From an optimization exercise on the open Yosys and OpenROAD flow, aimed at small area and a short achievable clock period; shortcuts taken in it are not production practice. Function was checked by simulation only, so behaviour that the tests miss may differ from the original.

// pst_rx
module pst_rx (
    input  wire        clk,
    input  wire        rst,            
    input  wire        in_valid,       
    input  wire [65:0] in_data,        
    input  wire        inv_auto,       
    input  wire        restart,        
    input  wire        lockloss_clr,   
    output wire        blk_valid,
    output wire        blk_ctrl,
    output wire [63:0] blk_data,
    output wire        locked,
    output wire        rx_inv,
    output wire        inv_event,
    output wire [31:0] blkerr,
    output wire [15:0] lockloss,
    output wire        fr_sof,
    output wire        fr_valid,
    output wire [63:0] fr_data,
    output wire        fr_end,
    output wire        fr_good,
    output wire [15:0] frame_ok,
    output wire [15:0] frame_err
);
For scale: about 2500 cells after synthesis.
==> module pst_phy_rx, before the edit <==
module pst_phy_rx (
    input  wire        clk,
    input  wire        rst,            
    input  wire        in_valid,       
    input  wire [65:0] in_data,        
    input  wire        inv_auto,       
    input  wire        restart,        
    input  wire        lockloss_clr,   
    output reg         out_valid,      
    output reg         out_ctrl,       
    output reg  [63:0] out_data,       
    output wire        locked,         
    output wire        rx_inv,         
    output wire        inv_event,      
    output reg  [31:0] blkerr,         
    output reg  [15:0] lockloss        
);
    reg  [65:0] prev_word;     
    reg  [6:0]  boundary;      
    reg  [5:0]  hunt_cnt;      
    reg  [63:0] err_hist;      
    reg  [3:0]  err_cnt;       
    reg  [57:0] scr_state;     
    reg         locked_q;      
    reg         rx_inv_q;      
    reg         inv_pend;      
    reg         inv_cand;      
    reg  [5:0]  inv_run_q;     
    reg  [1:0]  hdr_q;         
    reg         hdr_pol;       
    wire [63:0] cpl = ~out_data;
    wire is_train   = (cpl[7:0] == 8'h01) && (cpl[15:12] == 4'h0) &&
                      (cpl[63:16] == 48'h3C3C_3C3C_3C3C);
    wire is_losidle = (cpl[7:0] == 8'h02) && (cpl[8] == 1'b0);
    wire is_idle    = (cpl[7:0] == 8'h03) && (cpl[63:8] == 56'd0);
    wire is_cpl     = is_train || is_losidle || is_idle;
    wire fire = inv_cand & is_cpl;
    assign inv_event = fire;
    assign locked    = locked_q & ~fire;
    assign rx_inv    = rx_inv_q | fire;
    wire [5:0] inv_run = !inv_pend ? inv_run_q :
                         (is_cpl && !fire) ? (inv_run_q == 6'd32 ? 6'd32 : inv_run_q + 6'd1) :
                         6'd0;
    wire [65:0]  word    = in_data;
    wire [131:0] window  = {word, prev_word};
    wire [129:0] st7 = window[131:2];
    wire [129:0] st6;
    wire [97:0]  st5;
    wire [81:0]  st4;
    wire [73:0]  st3;
    wire [69:0]  st2;
    wire [67:0]  st1;
    wire [66:0]  sh;
    genvar g;
    generate
        for (g = 0; g < 130; g = g + 1) begin : g_st6
            if (g <= 65)      assign st6[g] = boundary[6] ? st7[g + 64] : st7[g];
            else if (g <= 67) assign st6[g] = boundary[6] ? 1'b0 : st7[g];
            else              assign st6[g] = st7[g];
        end
        for (g = 0; g < 98; g = g + 1) begin : g_st5
            assign st5[g] = boundary[5] ? st6[g + 32] : st6[g];
        end
        for (g = 0; g < 82; g = g + 1) begin : g_st4
            assign st4[g] = boundary[4] ? st5[g + 16] : st5[g];
        end
        for (g = 0; g < 74; g = g + 1) begin : g_st3
            assign st3[g] = boundary[3] ? st4[g + 8] : st4[g];
        end
        for (g = 0; g < 70; g = g + 1) begin : g_st2
            assign st2[g] = boundary[2] ? st3[g + 4] : st3[g];
        end
        for (g = 0; g < 68; g = g + 1) begin : g_st1
            assign st1[g] = boundary[1] ? st2[g + 2] : st2[g];
        end
        for (g = 0; g < 67; g = g + 1) begin : g_st0
            assign sh[g] = boundary[0] ? st1[g + 1] : st1[g];
        end
    endgenerate
    wire [63:0]  scrambled = sh[63:0];
    wire [121:0] scr_ext = {scrambled, scr_state};
    reg  [63:0]  payload;
    integer j;
    always @(*) begin
        for (j = 0; j < 64; j = j + 1)
            payload[j] = scr_ext[58 + j] ^ scr_ext[19 + j] ^ scr_ext[j] ^ rx_inv_q;
    end
    wire         b65 = (boundary == 7'd65);
    wire         h0 = hdr_q[0] ^ hdr_pol;
    wire         h1 = b65 ? (in_data[0] ^ rx_inv) : (hdr_q[1] ^ hdr_pol);
    wire         hdr_valid = h0 ^ h1;
    wire         hdr_data  = h1;           
    wire cut     = in_valid & ~restart;
    wire lk_cut  = cut & locked;
    wire slip    = cut & ~locked & ~hdr_valid;
    wire drop    = lk_cut & ~hdr_valid & (err_cnt == 4'd15) & ~err_hist[63];
    always @(posedge clk) begin
        if (in_valid)
            prev_word[65:2] <= word[65:2];
        out_data <= payload;
        if (in_valid)
            scr_state <= scrambled[63:6];
        out_ctrl <= h0;
        if (cut)
            err_hist <= {err_hist[62:0], ~hdr_valid};
        if (!locked)
            err_cnt <= 4'd0;
        else if (cut)
            err_cnt <= err_cnt + {3'd0, ~hdr_valid} - {3'd0, err_hist[63]};
        if (rst) begin
            prev_word[1:0] <= 2'd0;
            hdr_q     <= 2'd0;
            hdr_pol   <= 1'b0;
            boundary  <= 7'd0;
            hunt_cnt  <= 6'd0;
            out_valid <= 1'b0;
            locked_q  <= 1'b0;
            rx_inv_q  <= 1'b0;
            inv_pend  <= 1'b0;
            inv_cand  <= 1'b0;
            inv_run_q <= 6'd0;
            blkerr    <= 32'd0;
            lockloss  <= 16'd0;
        end else begin
            if (in_valid) begin
                prev_word[1:0] <= word[1:0];
                hdr_pol <= rx_inv;
                if (slip)
                    hdr_q <= b65 ? word[1:0] : sh[66:65];
                else
                    hdr_q <= sh[65:64];
            end
            out_valid <= lk_cut & hdr_valid;
            inv_pend  <= lk_cut & hdr_valid & hdr_data & ~drop;
            inv_cand  <= lk_cut & hdr_valid & hdr_data & ~drop & inv_auto &
                         (inv_run[5] | (&inv_run[4:0]));
            rx_inv_q  <= rx_inv & ~restart;
            locked_q  <= locked;
            inv_run_q <= inv_run;
            if (lockloss_clr)
                lockloss <= 16'd0;
            if (lk_cut & ~hdr_valid)
                blkerr <= blkerr + 32'd1;
            if (drop && (lockloss != 16'hFFFF || lockloss_clr))
                lockloss <= lockloss_clr ? 16'd1 : lockloss + 16'd1;
            if (restart) begin
                locked_q  <= 1'b0;
                hunt_cnt  <= 6'd0;
                inv_run_q <= 6'd0;
            end else if (in_valid) begin
                if (!locked) begin
                    if (hdr_valid) begin
                        hunt_cnt <= hunt_cnt + 6'd1;
                        if (hunt_cnt == 6'd63)
                            locked_q <= 1'b1;
                    end else begin
                        hunt_cnt <= 6'd0;
                        boundary <= (boundary == 7'd65) ? 7'd0 : boundary + 7'd1;
                    end
                    inv_run_q <= 6'd0;
                end else begin
                    if (drop)
                        locked_q <= 1'b0;
                    if (!(hdr_valid & hdr_data) | drop)
                        inv_run_q <= 6'd0;
                end
            end
        end
    end
endmodule
==> flow/config.mk <==
export PLATFORM = sky130hd
export DESIGN_NAME = pst_rx
export DESIGN_NICKNAME = pst_rx
export VERILOG_FILES = /design/flow/design.v
export SDC_FILE = /design/flow/constraint.sdc
export NUM_CORES = 4
export LEC_CHECK = 0
export CAP_MARGIN = 20
export CORE_MARGIN = 2
export CORE_UTILIZATION = 65
export CTS_CLUSTER_DIAMETER = 100
export CTS_CLUSTER_SIZE = 22
export PLACE_DENSITY = 0.8
export SLEW_MARGIN = 20
==> flow/constraint.sdc <==
create_clock -name core_clock -period 13.0 [get_ports {clk}]
set_input_delay 2.6000 -clock core_clock [delete_from_list [all_inputs] [get_ports {clk}]]
set_output_delay 2.6000 -clock core_clock [all_outputs]
set_load 0.01 [all_outputs]
standard.sh (not shown) runs the stock make flow with config.mk's settings and CLKGATE_MAP_FILE= SYNTH_SCRIPT=/design/flow/synth_recipe.tcl, a recipe that flattens the netlist after the stock synthesis.
==> flow/flow/run.sh <==
#!/bin/bash
# The standard ORFS layout (standard.sh, the standard flow's SDC and config), with:
# - synthesis by flow/lean_synth.tcl: the standard flow's synthesis script with an
#   area-oriented ABC mapping script (flow/lean.abc); same flip-flops/names;
set -euo pipefail
W=$(pwd)
export LEAN_ABC_SCRIPT="$W/flow/lean.abc"
mapfile -t ARGS < <(grep -v '^#' flow/make_args.txt | sed '/^$/d')
bash standard.sh "SYNTH_SCRIPT=$W/flow/lean_synth.tcl" "${ARGS[@]}" finish > standard_flow.log 2>&1
==> flow/flow/lean.abc <==
&get -n
&st
&dch
&nf
&put
topo
stime -c
==> flow/flow/lean_synth.tcl <==
# The standard flow's synthesis script (synth_recipe.tcl) with one change: ABC maps the
# logic with flow/lean.abc (area-oriented mapping, no buffering or upsizing)
# instead of ORFS's speed script; the layout's timing repair sizes the gates.
# Flip-flops, yosys synth -nofsm -noshare, flattening and renaming as the standard flow's.
proc synth {args} { yosys synth -nofsm -noshare {*}$args }
proc abc {args} {
  set i [lsearch -exact $args -script]
  if {$i >= 0} { set args [lreplace $args [expr {$i+1}] [expr {$i+1}] $::env(LEAN_ABC_SCRIPT)] }
  yosys abc {*}$args
}
source $::env(SCRIPTS_DIR)/synth.tcl
# left out here: clear keep_hierarchy, flatten, clean up, hide names made inside functions, write 1_2_yosys.v
==> flow/flow/make_args.txt <==
SETUP_SLACK_MARGIN=7.9
TNS_END_PERCENT=0
BUFFER_PORTS_ARGS=-buffer_cell sky130_fd_sc_hd__buf_1
Next try:
--- a/flow/design.v
+++ b/flow/design.v
@@ -27,7 +27,7 @@
     reg         inv_cand;      
     reg  [5:0]  inv_run_q;     
     reg  [1:0]  hdr_q;         
-    reg         hdr_pol;       
+    reg         hdr_inv;       
     wire [63:0] cpl = ~out_data;
     wire is_train   = (cpl[7:0] == 8'h01) && (cpl[15:12] == 4'h0) &&
                       (cpl[63:16] == 48'h3C3C_3C3C_3C3C);
@@ -41,7 +41,7 @@
     wire [5:0] inv_run = !inv_pend ? inv_run_q :
                          (is_cpl && !fire) ? (inv_run_q == 6'd32 ? 6'd32 : inv_run_q + 6'd1) :
                          6'd0;
-    wire [65:0]  word    = in_data;
+    wire [65:0]  word    = in_data ^ {66{rx_inv_q}};
     wire [131:0] window  = {word, prev_word};
     wire [129:0] st7 = window[131:2];
     wire [129:0] st6;
@@ -83,11 +83,11 @@
     integer j;
     always @(*) begin
         for (j = 0; j < 64; j = j + 1)
-            payload[j] = scr_ext[58 + j] ^ scr_ext[19 + j] ^ scr_ext[j] ^ rx_inv_q;
+            payload[j] = scr_ext[58 + j] ^ scr_ext[19 + j] ^ scr_ext[j];
     end
     wire         b65 = (boundary == 7'd65);
-    wire         h0 = hdr_q[0] ^ hdr_pol;
-    wire         h1 = b65 ? (in_data[0] ^ rx_inv) : (hdr_q[1] ^ hdr_pol);
+    wire         h0 = hdr_q[0] ^ hdr_inv;
+    wire         h1 = b65 ? (in_data[0] ^ rx_inv) : (hdr_q[1] ^ hdr_inv);
     wire         hdr_valid = h0 ^ h1;
     wire         hdr_data  = h1;           
     wire cut     = in_valid & ~restart;
@@ -110,7 +110,7 @@
         if (rst) begin
             prev_word[1:0] <= 2'd0;
             hdr_q     <= 2'd0;
-            hdr_pol   <= 1'b0;
+            hdr_inv   <= 1'b0;
             boundary  <= 7'd0;
             hunt_cnt  <= 6'd0;
             out_valid <= 1'b0;
@@ -124,7 +124,7 @@
         end else begin
             if (in_valid) begin
                 prev_word[1:0] <= word[1:0];
-                hdr_pol <= rx_inv;
+                hdr_inv <= inv_event & ~rx_inv_q;
                 if (slip)
                     hdr_q <= b65 ? word[1:0] : sh[66:65];
                 else
Wire length decreases by about 1.7%.
Setup slack is better by 87 ps.
Cell area rises by about 3%.
Flip-flop and latch count is unchanged.
Synthesized cell count is higher by 3.5%.
Critical path depth went up by 1.
Synthesized area came out higher by 2.3%.
Clock skew climbs by 8.0 ps.

-- re-timing with driven ports --
No port has a modelled driver above. Below, the same layouts with a new extraction and two added sets of constraints. Step 1 sets driving cells, clkbuf_16 on the clock port and buf_2 on the other inputs (assumed; they add their load-dependent delay and slew). Step 2 times the ports against the registers' clock, not the clock port: input delays grow and output delays shrink by t, the midpoint of the rising clock arrivals with the driver on. a / b / c = ideal ports / drivers / drivers and shift; a / b = the first two.
run | shift t [ns] | slack for setup (ns) | pins driven straight from the clock port
the first run | 0.655 | 7.679 / 7.619 / 7.203 | 1
the second run | 0.664 | 7.766 / 7.705 / 7.238 | 1
After both steps setup and hold are still met in every run listed. The setup slack of the second run, which loses most, moves by -0.061 ns with the drivers and by -0.528 ns with both steps.
